From an optimization exercise on the open Yosys and OpenROAD flow, aimed at small area, a short achievable clock period and few clock cycles per item; shortcuts taken in it are not production practice. Only simulation tests tie the RTL to the original design; equivalence was not proved. The clock port is modelled as an ideal driver; clocking choices that lean on that would not hold on a real chip. No activity file was given, so power comes from the tool's default toggle rates.

[flow/standard.sh]
#!/bin/bash
# synth_recipe.tcl (not shown) runs the flow's synth.tcl, then flattens the netlist and writes it again
# the make line also repeats each setting of config.mk as NAME=value (left out here)
make -C /OpenROAD-flow-scripts/flow DESIGN_CONFIG=/design/flow/config.mk WORK_HOME=/design/flow/orfs CLKGATE_MAP_FILE= SYNTH_SCRIPT=/design/flow/synth_recipe.tcl "${@:-finish}"
[flow/flow/io_cells.tcl]
# Faster cells on the paths to the output ports: each output port's buffer
# becomes a buf_8, and a plain flip-flop that drives such a buffer gets the
# strongest drive of its kind (same cell type, so the same register).
set block [ord::get_db_block]
set changed 0
foreach bterm [$block getBTerms] {
  if {[$bterm getIoType] != "OUTPUT"} { continue }
  set net [$bterm getNet]
  foreach iterm [$net getITerms] {
    if {![$iterm isOutputSignal]} { continue }
    set buf [$iterm getInst]
    set bm [[$buf getMaster] getName]
    if {[string match "sky130_fd_sc_hd__buf_*" $bm] && $bm != "sky130_fd_sc_hd__buf_8"} {
      replace_cell [$buf getName] sky130_fd_sc_hd__buf_8
      incr changed
    }
    foreach bin [$buf getITerms] {
      if {![$bin isInputSignal]} { continue }
      set n2 [$bin getNet]
      if {$n2 == "NULL"} { continue }
      foreach it2 [$n2 getITerms] {
        if {![$it2 isOutputSignal]} { continue }
        set ff [$it2 getInst]
        set fm [[$ff getMaster] getName]
        if {[regexp {^sky130_fd_sc_hd__dfxtp_[12]$} $fm]} {
          replace_cell [$ff getName] sky130_fd_sc_hd__dfxtp_4
          incr changed
        }
      }
    }
  }
}
puts "io_cells: $changed cells replaced"
detailed_placement
[flow/design.v]
module ras_strip_enc #(
    parameter MAXW = 32                  
) (
    input  wire        clk,
    input  wire        rst,              
    input  wire        in_valid,
    output wire        in_ready,
    input  wire [15:0] in_data,          
    input  wire        in_sof,           
    input  wire        in_eof,           
    input  wire [4:0]  cfg_depth,        
    input  wire        cfg_mosaic,       
    input  wire [5:0]  cfg_width,        
    output wire        out_valid,
    input  wire        out_ready,
    output wire [7:0]  out_data,
    output wire        out_last          
);
    localparam ESC = 24;
    reg         adv;                     
    reg         fresh;                   
    reg         rdy;                     
    assign in_ready = rdy;
    always @(posedge clk)
        fresh <= rst;
    integer i;
    reg         v1;
    reg [15:0]  x1r;                     
    reg         sof1, eof1;
    reg [4:0]   depth1;
    reg         mos1;
    reg [5:0]   w1;
    reg [7:0]   hmask1;                  
    reg [5:0]   col1;
    reg [1:0]   row1;                    
    reg         odd1;
    wire        take    = adv & !fresh & in_valid;      
    wire        wrap1   = (col1 + 6'd1 == w1);
    always @(posedge clk) begin
        if (rst)
            v1 <= 1'b0;
        else if (adv)
            v1 <= take;
        if (take) begin
            x1r  <= in_data;
            sof1 <= in_sof;
            eof1 <= in_eof;
            if (in_sof) begin
                depth1 <= cfg_depth;
                mos1   <= cfg_mosaic;
                w1     <= cfg_width;
                for (i = 0; i < 8; i = i + 1)
                    hmask1[i] <= (cfg_depth > i + 8);
                col1   <= 6'd0;
                row1   <= 2'd0;
                odd1   <= 1'b0;
            end else if (wrap1) begin
                col1   <= 6'd0;
                row1   <= (row1 == 2'd2) ? 2'd2 : row1 + 2'd1;
                odd1   <= ~odd1;
            end else begin
                col1   <= col1 + 6'd1;
            end
        end
    end
    wire [15:0] mask1 = {hmask1, 8'hFF};
    wire [15:0] x1    = x1r & mask1;
    wire [6:0]  sw1   = mos1 ? {w1, 1'b0} : {1'b0, w1};
    wire [5:0]  dsel1 = sw1[5:0] - 6'd1;
    wire        sh1   = adv & v1;
    reg  [15:0] seg32 [0:31];
    reg  [15:0] seg16 [0:15];
    reg  [15:0] seg8  [0:7];
    reg  [15:0] seg4  [0:3];
    reg  [15:0] seg2  [0:1];
    reg  [15:0] seg1;
    wire [15:0] o32 = dsel1[5] ? seg32[31] : x1;
    wire [15:0] o16 = dsel1[4] ? seg16[15] : o32;
    wire [15:0] o8  = dsel1[3] ? seg8[7]   : o16;
    wire [15:0] o4  = dsel1[2] ? seg4[3]   : o8;
    wire [15:0] o2  = dsel1[1] ? seg2[1]   : o4;
    reg  [6:0]  osel;
    wire [5:0]  wm1 = cfg_width - 6'd1;
    always @(posedge clk) begin
        if (take && in_sof) begin
            osel[0] <= cfg_mosaic || wm1[0];
            osel[1] <= !cfg_mosaic && wm1[1:0] == 2'b10;
            osel[2] <= !cfg_mosaic && wm1[2:0] == 3'b100;
            osel[3] <= !cfg_mosaic && wm1[3:0] == 4'b1000;
            osel[4] <= !cfg_mosaic && wm1[4:0] == 5'b10000;
            osel[5] <= !cfg_mosaic && wm1[5:0] == 6'b100000;
            osel[6] <= !cfg_mosaic && wm1[5:0] == 6'b000000;
        end
    end
    wire [15:0] bn = ({16{osel[0]}} & seg1)      | ({16{osel[1]}} & seg2[1])
                   | ({16{osel[2]}} & seg4[3])   | ({16{osel[3]}} & seg8[7])
                   | ({16{osel[4]}} & seg16[15]) | ({16{osel[5]}} & seg32[31])
                   | ({16{osel[6]}} & x1);
    reg  [15:0] na1, nb1, left1, up1;
    reg         altb1;                   
    reg  [16:0] ad1, bd1;                
    wire [15:0] an = mos1 ? left1 : x1;
    wire [15:0] dn = mos1 ? up1 : nb1;
    always @(posedge clk) begin
        if (sh1) begin
            seg32[0] <= x1;
            for (i = 1; i < 32; i = i + 1)
                seg32[i] <= seg32[i - 1];
            seg16[0] <= o32;
            for (i = 1; i < 16; i = i + 1)
                seg16[i] <= seg16[i - 1];
            seg8[0] <= o16;
            for (i = 1; i < 8; i = i + 1)
                seg8[i] <= seg8[i - 1];
            seg4[0] <= o8;
            for (i = 1; i < 4; i = i + 1)
                seg4[i] <= seg4[i - 1];
            seg2[0] <= o4;
            seg2[1] <= seg2[0];
            seg1    <= o2;
            left1 <= x1;
            up1   <= nb1;
            na1   <= an;
            nb1   <= bn;
            altb1 <= an < bn;
            ad1   <= {1'b0, an} - {1'b0, dn};
            bd1   <= {1'b0, bn} - {1'b0, dn};
        end
    end
    wire [1:0]  st1  = mos1 ? 2'd2 : 2'd1;
    wire        top1 = row1 < st1;
    wire        lft1 = col1 < {4'd0, st1};
    wire [15:0] e_a   = x1r - na1;
    wire [15:0] e_b   = x1r - nb1;
    wire [15:0] med_s = x1r ^ ~na1 ^ ~bd1[15:0];
    wire [15:0] med_c = (x1r & ~na1) | (x1r & ~bd1[15:0]) | (~na1 & ~bd1[15:0]);
    wire [15:0] e_med = med_s + {med_c[14:0], 1'b1} + 16'd1;
    wire [15:0] msbh1 = mask1 & ~{1'b0, mask1[15:1]};    
    wire [15:0] e_h   = x1r ^ msbh1;                     
    wire        sa1   = ad1[16];                         
    wire        sb1   = bd1[16];                         
    wire        dgea1 = sa1 || ad1[15:0] == 16'd0;       
    wire        dgeb1 = sb1 || bd1[15:0] == 16'd0;       
    reg  [15:0] e1;
    always @(*) begin
        if (top1 && lft1)
            e1 = e_h;
        else if (top1)
            e1 = e_a;
        else if (lft1)
            e1 = e_b;
        else if (dgea1 && dgeb1)
            e1 = altb1 ? e_a : e_b;          
        else if (!sa1 && !sb1)
            e1 = altb1 ? e_b : e_a;          
        else
            e1 = e_med;                      
    end
    wire        flat1 = top1 | lft1;
    wire [16:0] g1    = {1'b0, ad1[15:0] ^ {16{sa1}}} + {1'b0, bd1[15:0] ^ {16{sb1}}}
                      + {15'd0, sa1} + {15'd0, sb1};
    reg  [3:0]  gclass1;
    always @(*) begin
        gclass1 = 4'd0;
        for (i = 0; i < 17; i = i + 1)
            if (g1[i])
                gclass1 = (i >= 14) ? 4'd15 : i + 1;
        if (flat1)
            gclass1 = 4'd0;
    end
    wire [1:0]  colour1 = mos1 ? {odd1, col1[0]} : 2'd0;
    wire [5:0]  ctx1    = {colour1, gclass1};
    reg         v2, sof2, eof2;
    reg [15:0]  e2;
    reg [5:0]   ctx2;
    reg [4:0]   depth2;
    always @(posedge clk) begin
        if (rst)
            v2 <= 1'b0;
        else if (adv)
            v2 <= v1;
        if (adv) begin
            sof2   <= sof1;
            eof2   <= eof1;
            e2     <= e1;
            ctx2   <= ctx1;
            depth2 <= depth1;
        end
    end
    reg  [15:0] mask2;                   
    always @(*)
        for (i = 0; i < 16; i = i + 1)
            mask2[i] = (i < 8) || (depth2 > i);
    wire [15:0] msbh2 = mask2 & ~{1'b0, mask2[15:1]};    
    wire        neg2  = |(e2 & msbh2);
    wire [15:0] m2    = ({e2[14:0], 1'b0} ^ {16{neg2}}) & mask2;
    reg  [21:0] ctx_a [0:63];            
    reg  [5:0]  ctx_n [0:63];            
    wire [63:0] ctxh2 = 64'd1 << ctx2;   
    reg  [21:0] rda2;
    reg  [5:0]  rdn2;
    always @(*) begin
        rda2 = 22'd0;
        rdn2 = 6'd0;
        for (i = 0; i < 64; i = i + 1) begin
            rda2 = rda2 | ({22{ctxh2[i]}} & ctx_a[i]);
            rdn2 = rdn2 | ({6{ctxh2[i]}} & ctx_n[i]);
        end
    end
    reg         v3, eof3;
    reg [21:0]  a3;                      
    reg [5:0]   n3;
    reg         half3;                   
    reg [15:0]  m3;
    reg [5:0]   ctx3;
    reg [4:0]   depth3;
    wire [22:0] asum3   = {1'b0, a3} + {7'd0, m3};
    wire [21:0] anew3   = half3 ? asum3[22:1] : asum3[21:0];
    wire [5:0]  nnew3   = half3 ? 6'd32 : n3 + 6'd1;
    wire        clr     = adv && v1 && sof1;
    wire        wr3     = adv && v3 && !(v2 && sof2);
    wire [21:0] awr3    = clr ? (22'd1 << (depth1 - 5'd6)) - 22'd1 : anew3;
    wire [5:0]  nwr3    = clr ? 6'd1 : nnew3;
    wire        fwd2    = v3 && !sof2 && (ctx3 == ctx2);
    wire [21:0] ard2    = fwd2 ? anew3 : rda2;
    wire [5:0]  nrd2    = fwd2 ? nnew3 : rdn2;
    always @(posedge clk) begin
        if (rst)
            v3 <= 1'b0;
        else if (adv)
            v3 <= v2;
        if (adv) begin
            eof3   <= eof2;
            a3     <= ard2;
            n3     <= nrd2;
            half3  <= (nrd2 == 6'd63);
            m3     <= m2;
            ctx3   <= ctx2;
            depth3 <= depth2;
        end
        for (i = 0; i < 64; i = i + 1)
            if (clr || (wr3 && ctx3 == i)) begin
                ctx_a[i] <= awr3;
                ctx_n[i] <= nwr3;
            end
    end
    reg  [15:0] t3;
    reg  [5:0]  lo3;
    always @(*) begin
        for (i = 0; i < 16; i = i + 1) begin
            lo3   = a3 >> i;
            t3[i] = (i < depth3) && ((a3 >> (i + 6)) != 0 || lo3 >= n3);
        end
    end
    wire [4:0]  k3;
    assign k3[4] = t3[15];
    assign k3[3] = t3[7] & ~t3[15];
    assign k3[2] = (t3[3] & ~t3[7]) | (t3[11] & ~t3[15]);
    assign k3[1] = (t3[1] & ~t3[3]) | (t3[5] & ~t3[7]) | (t3[9] & ~t3[11])
                 | (t3[13] & ~t3[15]);
    assign k3[0] = (t3[0] & ~t3[1]) | (t3[2] & ~t3[3]) | (t3[4] & ~t3[5])
                 | (t3[6] & ~t3[7]) | (t3[8] & ~t3[9]) | (t3[10] & ~t3[11])
                 | (t3[12] & ~t3[13]) | (t3[14] & ~t3[15]);
    reg         esc3;
    reg  [4:0]  q3;
    reg  [20:0] mx3;
    always @(*) begin
        esc3 = 1'b0;
        q3   = 5'd0;
        mx3  = {5'd0, m3};
        for (i = 0; i <= 16; i = i + 1)
            if ((i == 0 || t3[i - 1]) && (i == 16 || !t3[i])) begin
                if ({8'd0, m3} >= (ESC << i))
                    esc3 = 1'b1;
                q3 = q3 | mx3[i +: 5];
            end
    end
    reg         v4, eof4, esc4;
    reg [15:0]  m4;
    reg [4:0]   kk4;                     
    reg [4:0]   fsh4;                    
    always @(posedge clk) begin
        if (rst)
            v4 <= 1'b0;
        else if (adv)
            v4 <= v3;
        if (adv) begin
            eof4   <= eof3;
            esc4   <= esc3;
            m4     <= m3;
            kk4    <= esc3 ? depth3 : k3;
            fsh4   <= esc3 ? 5'd24 : q3 + 5'd1;
        end
    end
    wire [31:0] mk4    = {m4, 16'd0} >> kk4;
    wire [15:0] field4 = mk4[15:0];                          
    wire [5:0]  len4   = {1'b0, fsh4} + {1'b0, kk4};
    wire [4:0]  qe4    = fsh4 - {4'd0, !esc4};               
    reg         v5, eof5;
    reg [15:0]  field5;
    reg [4:0]   qe5, fsh5;
    reg [5:0]   len5;
    always @(posedge clk) begin
        if (rst)
            v5 <= 1'b0;
        else if (adv)
            v5 <= v4;
        if (adv) begin
            eof5   <= eof4;
            field5 <= field4;
            qe5    <= qe4;
            fsh5   <= fsh4;
            len5   <= len4;
        end
    end
    reg  [63:0] acc;
    reg  [6:0]  occ;
    reg  [7:0]  lastf;
    reg         ge8;                     
    wire        push   = (occ[6:3] != 4'd0) && out_ready;      
    wire        app    = adv && v5;
    wire [6:0]  endu   = {1'b0, occ[5:0]} + {2'b0, qe5};
    wire [6:0]  startf = {1'b0, occ[5:0]} + {2'b0, fsh5};
    wire [63:0] ones5  = ~({64{1'b1}} >> endu) & ({64{1'b1}} >> occ[5:0]);
    wire [63:0] fld5   = {field5, 48'd0} >> startf;
    wire [63:0] acc_a  = app ? (acc | ones5 | fld5) : acc;
    wire [6:0]  occ_a  = occ + (app ? {1'b0, len5} : 7'd0);
    wire [6:0]  occ_r  = (app && eof5) ? {occ_a[6:3] + {3'd0, occ_a[2:0] != 3'd0}, 3'd0}
                                       : occ_a;
    wire [2:0]  lidx   = occ_r[5:3] - 3'd1;
    wire [7:0]  lst_a  = (app && eof5) ? (lastf | (8'd1 << lidx)) : lastf;
    wire [5:0]  lnext  = adv ? (v4 ? len4 : 6'd0) : (v5 ? len5 : 6'd0);
    wire [7:0]  need   = {1'b0, occ_r} + {2'b0, lnext};
    wire        fit_n  = push ? (need <= 8'd72) : (need <= 8'd64);
    always @(posedge clk) begin
        if (rst) begin
            acc   <= 64'd0;
            occ   <= 7'd0;
            ge8   <= 1'b0;
            lastf <= 8'd0;
            adv   <= 1'b1;
            rdy   <= 1'b0;
        end else begin
            acc   <= push ? {acc_a[55:0], 8'd0} : acc_a;
            occ   <= push ? occ_r - 7'd8 : occ_r;
            ge8   <= push ? (occ_r >= 7'd16) : (occ_r >= 7'd8);
            lastf <= push ? {1'b0, lst_a[7:1]} : lst_a;
            adv   <= fit_n;
            rdy   <= fit_n;
        end
    end
    assign out_valid = ge8;
    assign out_data  = acc[63:56];
    assign out_last  = lastf[0];
endmodule
[flow/constraint.sdc]
create_clock -name core_clock -period 18.0 [get_ports {clk}]
set_input_delay 3.6000 -clock core_clock [delete_from_list [all_inputs] [get_ports {clk}]]
set_output_delay 3.6000 -clock core_clock [all_outputs]
set_load 0.01 [all_outputs]
[flow/flow/run.sh]
#!/bin/bash
# The standard layout (standard.sh: the standard flow's synthesis and ORFS flow, all
# steps), with three changes to how it is made, none to the constraints:
#  - the buffers that ORFS puts on every input and output port are buf_4
#    cells (BUFFER_PORTS_ARGS);
#  - clock tree synthesis puts its buffers at most 150 um apart along the
#    tree (CTS_BUF_DISTANCE), which shortens the clock's insertion delay
#    alike for every register;
#  - after clock tree synthesis, io_cells.tcl gives the output ports' buffers
#    and the flip-flops that drive them a stronger drive (same cell types).
# Each step's output goes to a log file of its own in this folder.
set -euo pipefail
export BUFFER_PORTS_ARGS="-buffer_cell sky130_fd_sc_hd__buf_4"
export CTS_BUF_DISTANCE=150
export POST_CTS_TCL="$PWD/flow/io_cells.tcl"
bash standard.sh synth > synth.log 2>&1
bash standard.sh floorplan > floorplan.log 2>&1
bash standard.sh place > place.log 2>&1
bash standard.sh cts > cts.log 2>&1
bash standard.sh route > route.log 2>&1
bash standard.sh finish > finish.log 2>&1
[flow/config.mk]
export PLATFORM = sky130hd
export DESIGN_NAME = ras_strip_enc
export DESIGN_NICKNAME = ras_strip_enc
export VERILOG_FILES = /design/flow/design.v
export SDC_FILE = /design/flow/constraint.sdc
export NUM_CORES = 8
export LEC_CHECK = 0
export CAP_MARGIN = 30
export CORE_MARGIN = 2
export CORE_UTILIZATION = 50
export CTS_BUF_LIST = sky130_fd_sc_hd__clkbuf_4 sky130_fd_sc_hd__clkbuf_8 sky130_fd_sc_hd__clkbuf_16
export CTS_CLUSTER_DIAMETER = 80
export CTS_CLUSTER_SIZE = 25
export SLEW_MARGIN = 40
==> metrics.cfg, run 1 <==
[yosys]
synthCells = 7712
synth_simple_gate_area_share_pct = 5.29
ys_types = 96
syn_area_sq_mm = 0.126
synth-compound-area-share_pct = 11.4
synth_edf_count = 3084
synth_top_flop_cell = edfxtp_1
synth_top_family_by_area = compound AO/OA/AOI/OAI gates
synth_area_per_cell_sq_um = 16.3
synthMuxAreaShare_pct = 1.83
synth_seq_cells = 3172
yosys_warnings = 10
synthesis.nets = 8056
ys_seq_area_share_pct = 75.2
synth-xor-area-share_pct = 1.47
async_reset_ff_share_pct = 0
synthAdderAreaFrac_pct = 3.27

[die]
rows = 183
start_util_pct = 50.4
coreArea_sq_mm = 0.249
dieArea_sq_mm = 0.255
io_pins = 45
die_h_um = 505
die_w_um = 505

[finish]
area_delta_synth_final_pct = 9.90
regArea_sq_mm = 0.0944
multi_input_comb_area_sq_mm = 0.0309
fin_nets = 8192
nFillCells = 19700
drive_gt1_share_pct = 11.4
layout_commonest_cell = edfxtp_1
layout_common_cells = edfxtp_1, a22oi_1, ha_1

[power_and_ir_drop]
pwr-share-seq_pct = 52.9
ir_drop_uv = 285
leakagePower_nw = 45.3
clkPwrFrac_pct = 19.7
sw_frac_of_total_pct = 33.7
p_per_area_mw_per_mm2 = 153
p_comb_share_pct = 27.4
p_int_mw = 14.0
p_switching_mw = 7.12

[worst_setup_path]
cp-startpoint = acc[57]
cpPeakStageDelay_ps = 370
cp.arrival_ps = 1270
cp-end-kind = output pin
worst-path-buf-inv = 1
critPathKind = register to output pin
worst_setup_path_start_kind = register
critical-path-top-delay-family = flip-flops
slowest_stage = dfxtp_4
timing.rr.start = ctx2[0]
crit_chain = buf_8
worst_ep_required_time_ps = 14400
path_max_fanout = 2

[global_route]
antenna_found_initial = 21
grt_use_total_pct = 31.3
grt-ovfl-total = 0
grt_pass1_vias = 71500
grt_first_pass_wirelength_um = 565000
grt_max_degree = 177

[sta]
fmax_mhz = 205
drv_slew = 0
tightestPinTransition_ps = 995
rsz0062_at_grt = no
finalHoldViolCount = 0
fin_crit_sh_pct = 27.0
whs_ps = 389
period_minus_slack_ps = 4870
skew_ps = 91.0
setup_viol = 0
fin_setup_tns_ps = 0
relSlewSlack_pct = 33.7

[run]
cap_violations = 0

[clocking]
cts.sinks = 3172
clk_latency_ps = 850
cts_tree = built
path_clk_slew_ps = 90

[detailed_routing]
via_count = 76700
detail_route.vias_per_cell = 6.82
drcViolationCount = 0
wire_per_inst_um = 36.5
wl_um = 410000
firstDrtPassIters = 8
drt_iter0_drc = 12100
drt.antenna.violating_nets = 0

[worst_hold_path]
hold_path_startpoint = seg32[15][12]
hp-class = register to register

[run_status]
status = timing/DRC/antenna clean

[placement]
post-dp-hpwl_um = 242000
place_congestion = 0.891
io_buffers = 44

## cells by family after synthesis
| kind of cell | Yosys count |
|---|---|
| simple gates | 1317 |
| flops | 3172 |
| compound gates | 1991 |
| xor+xnor | 210 |
| mux | 197 |
| fa+ha+maj | 312 |
| buf+inv | 513 |
## per-stage QoR
step | setup slack (ps) | power [mW] | std cells | instance area, sq um | util (%)
final | 13130 | 21.1 | 11200 | 138000 | 55.4
after detailed placement | 12350 | 17.0 | 11000 | 133000 | 53.3
after floorplan | 5520 | 14.5 | 7712 | 126000 | -
after global routing | 13060 | 21.9 | 11200 | 138000 | 55.4
after global placement | 12380 | 16.8 | 11000 | 132000 | 53.0
## power groups by stage
stage	combinational, mW	sequential, mW	clock, mW
after floorplan	3.27	11.3	0
after global placement	5.45	11.3	0
after detailed placement	5.64	11.3	0
after global routing	6.19	11.3	4.44
final	5.78	11.2	4.16
## metal layers
metal	track usage (%)	up-vias	wire length, um
met2	47.1	5093	180000
met4	14.2	12	23700
met5	0	-	90
li1	-	31300	-
met3	7.62	1127	52000
met1	43.4	39200	155000
## area by class of cell
cell class,count,area share (%)
Sequential cell,3172,68.4
Multi-Input combinational cell,4027,22.4
Clock buffer,169,3.03
Tap cell,3330,3.02
Timing Repair Buffer,322,2.14
Clock inverter,54,0.542
Inverter,162,0.441
Antenna cell,9,0.0163
## sequential cells by signal (all words and copies together), names as in the netlist, 17 cells and up
| signal | flops |
|---|---|
| ctx_a | 1408 |
| seg2 | 32 |
| seg16 | 256 |
| seg32 | 496 |
| acc | 64 |
| bd1 | 17 |
| ctx_n | 384 |
| seg8 | 128 |
| ad1 | 17 |
| seg4 | 64 |
| a3 | 22 |
## synth_stat cells, types with 16 or more instances
master	instances	area share, %
a221oi_1	204	1.4
nand2_1	258	0.77
a2111oi_0	21	0.15
or3_1	25	0.12
nor4_1	49	0.24
dfxtp_1	88	1.4
a222oi_1	16	0.13
nand3_1	163	0.65
a21oi_1	285	1.1
mux2_2	98	0.88
a211oi_1	54	0.32
buf_2	34	0.14
and3_1	29	0.14
buf_1	30	0.090
mux2i_1	74	0.59
nand4_1	122	0.61
xor2_1	96	0.67
o21a_1	36	0.22
ha_1	283	2.8
nand2b_1	67	0.33
a22o_1	185	1.3
nor2_1	316	0.94
a21o_1	59	0.35
nor2b_1	48	0.24
and2_1	32	0.16
or4_1	29	0.17
o21ai_0	236	0.94
nor3_1	115	0.46
a31oi_1	32	0.16
o22ai_1	87	0.43
fa_1	27	0.43
clkbuf_1	274	0.82
edfxtp_1	3084	74
inv_1	160	0.48
xnor2_1	114	0.80
a22oi_1	584	3.5
## worst paths after layout
path / endpoint / slack [ps] / depth (start not counted)
min reg2reg: seg32[16][12] / 390 / 0
min: seg32[16][12] / 390 / 0
max: out_data[1] / 13130 / 1
max reg2reg: a3[2] / 13200 / 11
Testbench counts, summed over its fixed seeds: cycles 135,486, items 127,122.
==> run 2: changes to the inputs <==
--- a/flow/design.v
+++ b/flow/design.v
@@ -320,7 +320,7 @@
     wire        push   = (occ[6:3] != 4'd0) && out_ready;      
     wire        app    = adv && v5;
-    wire [6:0]  endu   = {1'b0, occ[5:0]} + {2'b0, qe5};
-    wire [6:0]  startf = {1'b0, occ[5:0]} + {2'b0, fsh5};
-    wire [63:0] ones5  = ~({64{1'b1}} >> endu) & ({64{1'b1}} >> occ[5:0]);
+    wire [5:0]  endu   = {1'b0, occ[4:0]} + {1'b0, qe5};
+    wire [5:0]  startf = {1'b0, occ[4:0]} + {1'b0, fsh5};
+    wire [63:0] ones5  = ~({64{1'b1}} >> endu) & ({64{1'b1}} >> occ[4:0]);
     wire [63:0] fld5   = {field5, 48'd0} >> startf;
     wire [63:0] acc_a  = app ? (acc | ones5 | fld5) : acc;
@@ -330,7 +330,5 @@
     wire [2:0]  lidx   = occ_r[5:3] - 3'd1;
     wire [7:0]  lst_a  = (app && eof5) ? (lastf | (8'd1 << lidx)) : lastf;
-    wire [5:0]  lnext  = adv ? (v4 ? len4 : 6'd0) : (v5 ? len5 : 6'd0);
-    wire [7:0]  need   = {1'b0, occ_r} + {2'b0, lnext};
-    wire        fit_n  = push ? (need <= 8'd72) : (need <= 8'd64);
+    wire        fit_n  = push ? (occ_r <= 7'd32) : (occ_r <= 7'd24);
     always @(posedge clk) begin
         if (rst) begin
==> flow/flow/run.sh (replaced) <==
#!/bin/bash
# The standard layout (standard.sh: the standard flow's synthesis and ORFS flow, all
# steps), with two changes to how it is made, none to the constraints:
#  - the buffers that ORFS puts on every input and output port are buf_4
#    cells (BUFFER_PORTS_ARGS);
#  - after clock tree synthesis, io_cells.tcl gives the output ports' buffers
#    and the flip-flops that drive them a stronger drive (same cell types).
# Each step's output goes to a log file of its own in this folder.
set -euo pipefail
export BUFFER_PORTS_ARGS="-buffer_cell sky130_fd_sc_hd__buf_4"
export POST_CTS_TCL="$PWD/flow/io_cells.tcl"
bash standard.sh synth > synth.log 2>&1
bash standard.sh floorplan > floorplan.log 2>&1
bash standard.sh place > place.log 2>&1
bash standard.sh cts > cts.log 2>&1
bash standard.sh route > route.log 2>&1
bash standard.sh finish > finish.log 2>&1
--- a/flow/config.mk
+++ b/flow/config.mk
@@ -8,5 +8,5 @@
 export CAP_MARGIN = 30
 export CORE_MARGIN = 2
-export CORE_UTILIZATION = 50
+export CORE_UTILIZATION = 40
 export CTS_BUF_LIST = sky130_fd_sc_hd__clkbuf_4 sky130_fd_sc_hd__clkbuf_8 sky130_fd_sc_hd__clkbuf_16
 export CTS_CLUSTER_DIAMETER = 80
==> run 2 against run 1 <==
Against the previous run: still clean on timing, DRC and antenna; design area up 0.31%; count of clock-buffer cells in the layout up 6; worst hold slack worse by 43 ps; register-to-register slack worse by 100 ps; final cell count up 8.4%; worst setup slack worse by 130 ps; via count about the same; sequential power up 4%; die area up 24%; sequential share of layout area down 0.21 points; sequential cell count unchanged; critical path type unchanged; largest power group unchanged.
==> metrics.cfg, run 2 <==
[finish]
layout_common_cells = edfxtp_1, a22oi_1, nand2_1
post-route-util_pct = 44.4  ; -11 points
nFillCells = 27100  ; +38%
largest_registers = ctx_a x1408, seg32 x496, ctx_n x384
fin_nets = 8314  ; +1.5%
layout_commonest_cell = edfxtp_1
drive_gt1_share_pct = 10.8  ; -0.60 points
instances_no_fill = 12200  ; +8.4%
area_delta_synth_final_pct = 10.6
largest_reg_flops = 1408  ; unchanged
stdcell_area_sq_mm = 0.138  ; +0.31%
regMostFlops = ctx_a

[yosys]
syn_area_sq_mm = 0.125  ; -0.36%
synth_commonest_cells = edfxtp_1, a22oi_1, nand2_1, nor2_1, clkbuf_1
synth_edf_count = 3084  ; unchanged
synth_top_area_share_pct = 74.0  ; +0.27 points
synth_seq_cells = 3172  ; unchanged
synth.area.top_cells = edfxtp_1, a22oi_1, ha_1, nand2_1, dfxtp_1
synth_area_per_cell_sq_um = 16.0  ; -2.0%
yosys_warnings = 10  ; unchanged
synth_top_area_cell = edfxtp_1
ys_types = 89  ; -7.3%
ys_seq_area_share_pct = 75.4  ; +0.27 points
yosys.cell_count.top_type = edfxtp_1
synth_top_flop_cell = edfxtp_1
async_reset_ff_share_pct = 0  ; unchanged
synthesis.nets = 8176  ; +1.5%
synthCells = 7839  ; +1.6%

[detailed_routing]
wire_per_inst_um = 33.6  ; -7.9%
via_count = 76600  ; -0.050%
drcViolationCount = 0  ; unchanged
drt-met1-wl_um = 156000  ; +0.56%
wl_met3_um = 52200  ; +0.35%
firstDrtPassIters = 9  ; +1
maxUsedRoutingLayer = met5
wl_um = 410000  ; -0.17%
detail_route.vias_per_cell = 6.29  ; -7.8%
wl_met2_um = 178000  ; -0.80%
drt.antenna.violating_nets = 0  ; unchanged
drt_iter0_drc = 12500  ; +3.1%

[power_and_ir_drop]
p_per_area_mw_per_mm2 = 165  ; +7.6%
leakagePower_nw = 45.6  ; +0.68%
ir_drop_uv = 393  ; +38%
finalPower_mw = 22.8  ; +7.9%

[global_route]
grt_use_total_pct = 25.2  ; -6.2 points
grt-ovfl-total = 0  ; unchanged
grt_first_pass_wirelength_um = 563000  ; -0.26%
grt_pass1_vias = 71600  ; +0.16%
grt_max_degree = 116  ; -34%
antenna_found_initial = 15  ; -29%

[worst_hold_path]
hold_path_depth = 0  ; unchanged
hp-class = register to register

[clocking]
path_clk_slew_ps = 100  ; about the same
cts_tree = built
cts.sinks = 3172  ; unchanged
clk_latency_ps = 960  ; +110 ps

[placement]
io_buffers = 44  ; unchanged
place_inst = 12000  ; +8.5%
place_congestion = 0.909  ; +2.0%
post-dp-hpwl_um = 238000  ; -1.4%
post-place-ws_ps = 12670  ; +321 ps
dpl-instance-area_sq_mm = 0.133  ; +0.46%

[sta]
finalHoldViolCount = 0  ; unchanged
skew_ps = 123  ; +31.5 ps
period_minus_slack_ps = 5000  ; +134 ps
fmax_mhz = 200  ; -2.7%
rsz0062_at_grt = no
fin_ws_ps = 13000  ; -134 ps
whs_ps = 346  ; -42.8 ps
tightestPinTransition_ps = 982  ; -12.9 ps
setup_viol = 0  ; unchanged
fin_crit_sh_pct = 27.8  ; +0.75 points
fin_setup_tns_ps = 0  ; unchanged
drv_slew = 0  ; unchanged
relSlewSlack_pct = 34.5  ; +0.86 points

[die]
coreArea_sq_mm = 0.311  ; +25%
rows = 205  ; +12%
dieArea_sq_mm = 0.317  ; +24%
die_w_um = 563  ; +12%
start_util_pct = 40.2  ; -10 points
io_pins = 45  ; unchanged
die_h_um = 563  ; +12%

[worst_setup_path]
worst_setup_path_start_kind = register
cp-end-kind = output pin
critPathKind = register to output pin
cp.arrival_ps = 1400  ; +130 ps
worst-path-buf-inv = 1  ; unchanged
critical-path-top-delay-family = flip-flops
r2r_cells = 13  ; +2
cp.depth = 1  ; unchanged
path_max_fanout = 2  ; unchanged
crit_chain = buf_8
slowest_stage = dfxtp_4
worst_ep_required_time_ps = 14400  ; about the same
cpPeakStageDelay_ps = 370  ; about the same

[run]
cap_violations = 0  ; unchanged

[run_status]
status = timing/DRC/antenna clean

run 2: cell count changes in the layout (fill, tap and decap cells not counted), moves of 28 or more:
cell / change
a211oi_1: +31
a21oi_1: -45
a221oi_1: -168
a22o_1: -162
a22oi_1: +344
nand2_1: +246
nand3_1: -67
nor2_1: +42
nor3_1: +36
nor4_1: +28
o22ai_1: -46
run 2: kinds of logic (layout without fill, tap and decap cells):
family                   Yosys count  count (layout)  synth area share, %
multiplexers                     198             198                 1.78
AND/OR/NAND/NOR                 1564            1564                 5.96
adder cells (fa/ha/maj)          304             304                 3.20
buffers and inverters            498             692                 1.54
XOR/XNOR                         198             198                 1.39
flip-flops                      3172            3172                 75.4
AO/OA/AOI/OAI                   1905            1905                 10.7
other                              0              14                    0
run 2: final timing paths:
| check | startpoint | slack [ps] | endpoint |
|---|---|---|---|
| max | acc[62] | 13000 | out_data[6] |
| min | seg16[14][3] | 350 | seg16[15][3] |
| max reg2reg | depth1[1] | 13100 | ctx_a[20][10] |
| min reg2reg | seg16[14][3] | 350 | seg16[15][3] |
run 2: final cells by class:
type | count | area [sq um] | share of cell area, %
inverter | 158 | 593 | 0.429
timing repair buffer | 313 | 2950 | 2.13
antenna | 14 | 35.0 | 0.0253
multi-input combinational | 4169 | 30400 | 22.0
clock inverter | 46 | 578 | 0.418
tap | 4140 | 5180 | 3.74
clock buffer | 175 | 4220 | 3.05
sequential | 3172 | 94400 | 68.2
run 2: layer usage:
metal	global-route usage [%]	vias to the layer above
li1	-	31300
met1	34.5	38800
met4	11.8	8
met2	37.9	5350
met5	0	-
met3	6.03	1119
run 2: power breakdown:
group	switching, mW	internal, mW	leakage [nW]
Clock	2.37	1.76	2.35
Sequential	0.549	11.2	29.1
Combinational	5.16	1.76	14.2
Total	8.09	14.7	45.6
Testbench counts of run 2, summed over its fixed seeds: cycles 136,400, items 127,122.

port drivers added, routing unchanged:
Ports are ideal in the flow. The routed layouts listed here were re-timed in OpenROAD. Step 1 (the two cells are an assumption about what drives the block):
set clk [get_ports {clk}]
set_driving_cell -lib_cell sky130_fd_sc_hd__clkbuf_16 $clk
set_driving_cell -lib_cell sky130_fd_sc_hd__buf_2 [delete_from_list [all_inputs] $clk]
Step 2 times the ports against the registers' clock, not the clock port: input delays grow and output delays shrink by t, the midpoint of the rising clock arrivals with the driver on. a / b / c = no drivers / after step 1 / after step 2; a / b = the first two.
run	t (ns)	setup slack, ns	latest minus earliest clock arrival (ns)	worst data-port slew with drivers (ns)
run 1	0.893	13.131 / 13.039 / 12.356	0.091 / 0.092	0.11
run 2	0.976	12.997 / 12.896 / 12.702	0.161 / 0.161	0.11
After both steps every run listed still meets setup and hold. For run 1, which loses most, drivers alone change the setup slack by -0.092 ns; drivers and shift together by -0.775 ns.
